This is an optimization exercise on Yosys and OpenROAD, whose aim is small area, a short achievable clock period and few clock cycles per item, not a production implementation. Function was checked by simulation only, so behaviour that the tests miss may differ from the original.

==> flow/design.v (outline; a module is shown in full before it is edited, if it fits) <==
// module cp2_tally: 2471 lines
module cp2_tally (
    input  wire         clk,
    input  wire         rst,
    input  wire         in_valid,
    output reg          in_ready,
    input  wire         in_meter,
    input  wire [255:0] in_rec,
    input  wire [63:0]  in_len,
    input  wire [1:0]   in_colour,
    input  wire [59:0]  in_now,
    output reg          out_valid,
    input  wire         out_ready,
    output reg  [255:0] out_rec,
    output reg  [1:0]   out_colour,
    output reg          out_bad
);
  // ...
==> flow/run.sh <==
#!/bin/bash
# synth_recipe.tcl (not shown) runs the flow's synth.tcl, then flattens the netlist and writes it again
# the make line also repeats each setting of config.mk as NAME=value (left out here)
make -C /OpenROAD-flow-scripts/flow DESIGN_CONFIG=/design/flow/config.mk WORK_HOME=/design/flow/orfs CLKGATE_MAP_FILE= SYNTH_SCRIPT=/design/flow/synth_recipe.tcl finish
==> flow/config.mk <==
export PLATFORM = sky130hd
export DESIGN_NAME = cp2_tally
export DESIGN_NICKNAME = cp2_tally
export VERILOG_FILES = /design/flow/design.v
export SDC_FILE = /design/flow/constraint.sdc
export NUM_CORES = 4
export LEC_CHECK = 0
export CAP_MARGIN = 20
export CORE_MARGIN = 2
export CORE_UTILIZATION = 40
export SLEW_MARGIN = 20
==> flow/constraint.sdc <==
create_clock -name core_clock -period 22.0 [get_ports {clk}]
set_input_delay 4.4000 -clock core_clock [delete_from_list [all_inputs] [get_ports {clk}]]
set_output_delay 4.4000 -clock core_clock [all_outputs]
set_load 0.01 [all_outputs]
==> notes.md, run 1 <==
Critical path
- **beginning of the worst register-to-register path** rp[5]
- **buffers plus inverters on the worst setup path** 3
- **cell type group with the largest total delay on the critical path** compound AO/OA/AOI/OAI gates

Drt
- **detailed-route DRC error count** 0
- **highest metal layer with signal wires** met5

STA
- **number of hold violations in the final report** 0

Global route
- **global routing usage on met1** 38.4%
- **pin count of the biggest net entering global routing** 179
- **global-route met2 utilization** 49.0%

Logic synthesis
- **most frequently used cell type in the post-synthesis netlist** inv_1
- **xor and xnor area share after synthesis** 5.48%
- **Mean Syn Cell Area** 9.01 um^2
- **number of enable-type register cells in the synthesized netlist** 875
- **Synth area leaders** edfxtp_1 24%, fa_1 12%, ha_1 11%, dfxtp_1 4.7%, inv_1 4.2%
- **ys flop type** edfxtp_1

Status
- **status** complete, no violations

Finish
- **highest-count cells in the layout ignoring fill and taps** 1245 x inv_1, 965 x ha_1, 944 x nand2_1, 877 x nor2_1, 875 x edfxtp_1
- **dominant kind of cell by area** multi-input gates
- **number of multi-input combinational cells in the layout** 9212
- **registers with the highest flip-flop counts** out_rec x256, rec x256, len x64

Hold path
- **destination of the worst hold path** l[10]

Floorplanning
- **Starting Density** 40.2%

Testbench counts, summed over its fixed seeds: cycles 10,409, items 3,200.
==> inputs of run 2 (changes only) <==
==> flow/flow/run.sh (new file) <==
#!/bin/bash
# The standard layout, with timing repair aiming at a setup slack of 14 ns
# instead of 0 (the clock period and constraints are unchanged).
set -euo pipefail
bash standard.sh SETUP_SLACK_MARGIN=14 finish > layout.log 2>&1
==> flow/standard.sh (new file) <==
#!/bin/bash
# synth_recipe.tcl (not shown) runs the flow's synth.tcl, then flattens the netlist and writes it again
# the make line also repeats each setting of config.mk as NAME=value (left out here)
make -C /OpenROAD-flow-scripts/flow DESIGN_CONFIG=/design/flow/config.mk WORK_HOME=/design/flow/orfs CLKGATE_MAP_FILE= SYNTH_SCRIPT=/design/flow/synth_recipe.tcl "${@:-finish}"
removed: flow/run.sh
==> notes.md, run 2 <==
Critical path
- **CP required** 22550 ps
- **type of destination of the critical path** register
- **category of the most critical setup path** register to register
- **flop-to-flop setup slack** 13730 ps
- **Data arrival, critical path** 8810 ps
- **Max stage delay cell, worst path** edfxtp_1
- **Critical R2R Capture** out_rec[175]
- **CP startpoint kind** register
- **maximum fanout encountered on the critical timing path** 7
- **number of cells on the worst reg-to-reg path** 46
- **beginning of the worst register-to-register path** fp[0]
- **max incr delay on CP** 390 ps

Drt
- **Final ANT Viol Nets** 0
- **first-pass detailed-route iteration total** 7
- **detailed-route DRC error count** 0, unchanged
- **detail-routed via count per cell** 6.09
- **average wire length per cell after detail routing** 29.4 um
- **Detailed Route Iter0 Violations** 11.4k
- **number of vias after detailed routing** 102k
- **overall routed net length** 492000 um

STA
- **period utilization** 37.6%
- **number of hold violations in the final report** 0, unchanged
- **Max Fclk** 0.121 GHz
- **setup violation total in the final timing report** 0
- **min setup slack post-route** 13730 ps
- **final setup TNS** 0 ps
- **setup repair after global routing missed its margin** yes
- **Max Clock Skew** 82.8 ps
- **final hold slack** 476 ps
- **final number of max-transition violations** 0
- **slew at the pin with the worst max-slew slack** 1190 ps
- **minimum period implied by the final worst setup slack** 8270 ps
- **headroom to the max-slew limit** 20.4%

Hold path
- **destination of the worst hold path** l[6]
- **cell depth of the worst min-delay path** 1
- **start point of the worst min-delay path** l[6]
- **path type of the worst min-delay path** register to register

Logic synthesis
- **number of synthesized register bits** 1138
- **sequential-to-total area share from yosys stat** 28.4%
- **most frequently used cell type in the post-synthesis netlist** inv_1
- **Post-synth ARST share** 0%
- **count of mapped cells out of synthesis** 12.3k
- **ys flop type** edfxtp_1
- **dominant cell type by area after synthesis** edfxtp_1
- **YS warnings** 3
- **Synth area leaders** edfxtp_1 24%, fa_1 12%, ha_1 11%, dfxtp_1 4.7%, inv_1 4.2%
- **post-synth top area share** 23.6%
- **Synthesized Nets** 14.4k
- **Post-Synthesis Cell Area** 111000 um^2
- **number of enable-type register cells in the synthesized netlist** 875, unchanged
- **Commonest cells post-synth** 1249 x inv_1, 966 x ha_1, 947 x nand2_1
- **Mean Syn Cell Area** 9.01 um^2, unchanged
- **library cells used by synthesis** 118

Finish
- **signed area change from the synthesized netlist to the final layout** 20.0%
- **layout filler cell count** 25.8k
- **ratio of cells with drive above 1 in the final layout** 10.9%
- **highest-count cells in the layout ignoring fill and taps** 1198 x inv_1, 936 x nand2_1, 913 x ha_1, 875 x edfxtp_1, 855 x nor2_1
- **most common cell after layout, fill and taps aside** inv_1
- **area used by multi-input combinational logic** 74900 um^2
- **registers with the highest flip-flop counts** out_rec x256, rec x256, len x64
- **FF/Latch Area** 31700 um^2
- **final net count** 15.0k

CTS
- **cts bufs inserted** 145
- **later-pin clock latency in the skew report** 870 ps
- **Worst-path clk slew** 60 ps
- **clock root buffer** clkbuf_16
- **CTS Buffer Depth** 4
- **Num Clock Sinks** 1138
- **CTS HTree Levels** 4
- **TritonCTS clock tree** done

Place
- **count of input and output buffers** 647
- **routability congestion estimate from global placement** 1.03
- **Post-DP HPWL** 366000 um
- **worst-case setup slack after placement** 11340 ps

Global route
- **pin count of the biggest net entering global routing** 102, -43%
- **vias in the first global route** 99.7k
- **remaining global-route overflow** 0
- **first-pass GRT wire length** 696000 um
- **global-route total usage across every layer** 33.5%
- **antenna violations before repair** 36

Job
- **max-cap violation count** 0

Floorplanning
- **core outline area** 276000 um^2
- **count of standard-cell rows** 193
- **Die Y-Extent** 531 um
- **Starting Density** 40.2%, unchanged
- **die area** 282000 um^2
- **die width** 531 um
- **count of pins on the block boundary** 648

Status
- **status** complete, no violations

## run 2: cell counts after synthesis
No cell type changed its count.
## run 2: cell type report
class,count,share of cell area (%)
clock buffers,187,2.96
multi-input cells,9222,56.1
repair buffers,1171,9.36
clock inverters,71,0.639
diodes,18,0.0338
inverters,1256,3.60
well taps,3705,3.47
flip-flops and latches,1138,23.8
repair inverters,1,0.00375
## run 2: logic make-up (layout without fill, tap and decap cells)
| kind of cell | Yosys count | count (layout) | share of synthesized area (%) |
|---|---|---|---|
| compound gates | 3577 | 3583 | 21.1 |
| flops | 1138 | 1138 | 28.4 |
| xor+xnor | 694 | 694 | 5.48 |
| fa+ha+maj | 1726 | 1726 | 23.7 |
| other cells | 0 | 18 | 0 |
| simple gates | 3013 | 3017 | 12.5 |
| mux | 202 | 202 | 1.90 |
| buf+inv | 1996 | 2686 | 6.82 |
## run 2: routing by layer
metal	wire (um)	global-route usage, %	up-vias
met5	228	0	-
met4	42800	23.6	38
met3	41200	5.53	1296
met2	222000	54.2	5392
met1	186000	40.7	50100
li1	-	-	45400
## run 2: what timing repair did
item	CTS	global route
pin swaps	132	176
setup buffers	157	113
cloned	33	20
hold buffers	0	0
setup endpoints to repair	330	199
resized for setup	510	389
hold endpoints to repair	0	0
## run 2: metrics by stage
step / utilization [%] / cell area, um^2 / instances
CTS: 47.2 / 131000 / 16600
floorplan: - / 111000 / 12300
global route: 48.3 / 133000 / 16800
global placement: 43.9 / 121000 / 16200
detailed placement: 43.9 / 121000 / 16200
finish: 48.3 / 133000 / 16800
## run 2: critical path: cells and delay by family (launching register included)
kind                       cells  cell delay [ps]
buffers and inverters         12             1490
xor gates and xnor gates       2              320
adders and majority gates      5             1210
AOI/OAI and AO/OA             15             2800
DFF                            1              390
and+or+nand+nor               12             1760
## run 2: how the worst max path moves through the flow
| stage | from | to | depth (start not counted) |
|---|---|---|---|
| 3_3_place_gp | in_rec[64] | out_rec[98] | 22 |
| 2_1_floorplan | in_valid | out_bad | 7 |
| 5_1_grt | fp[0] | out_rec[175] | 46 |
| 6_report | fp[0] | out_rec[175] | 46 |
| 3_5_place_dp | in_rec[64] | out_rec[96] | 22 |
| 4_1_cts | fp[0] | out_rec[151] | 41 |

separate check: timing with driven ports:
Ports are ideal in the flow. The routed layouts listed here were re-timed in OpenROAD.
Step 1: set_driving_cell puts a clkbuf_16 on clk and a buf_2 on each other input, an assumption about the parent block.
Step 2 adds t to the input delays and takes it off the output delays; t is the mean of the earliest and latest rising clock arrival at the registers after step 1. Input paths then give back, and output paths get back, about the clock's delay inside the block.
Three values: ideal, step 1, step 2; two values: the first two.
| run | shift t [ns] | setup WS [ns] | worst hold slack (ns) | slew at the worst register clock pin (ns) |
|---|---|---|---|---|
| run 1 | 0.940 | 11.464 / 11.552 / 10.612 | 0.475 / 0.475 / 0.475 | 0.09 / 0.09 |
| run 2 | 0.932 | 13.734 / 13.734 / 13.113 | 0.476 / 0.476 / 0.476 | 0.07 / 0.07 |
After both steps every run listed still meets setup and hold. For run 1, which loses most, drivers alone change the setup slack by +0.088 ns; drivers and shift together by -0.852 ns.
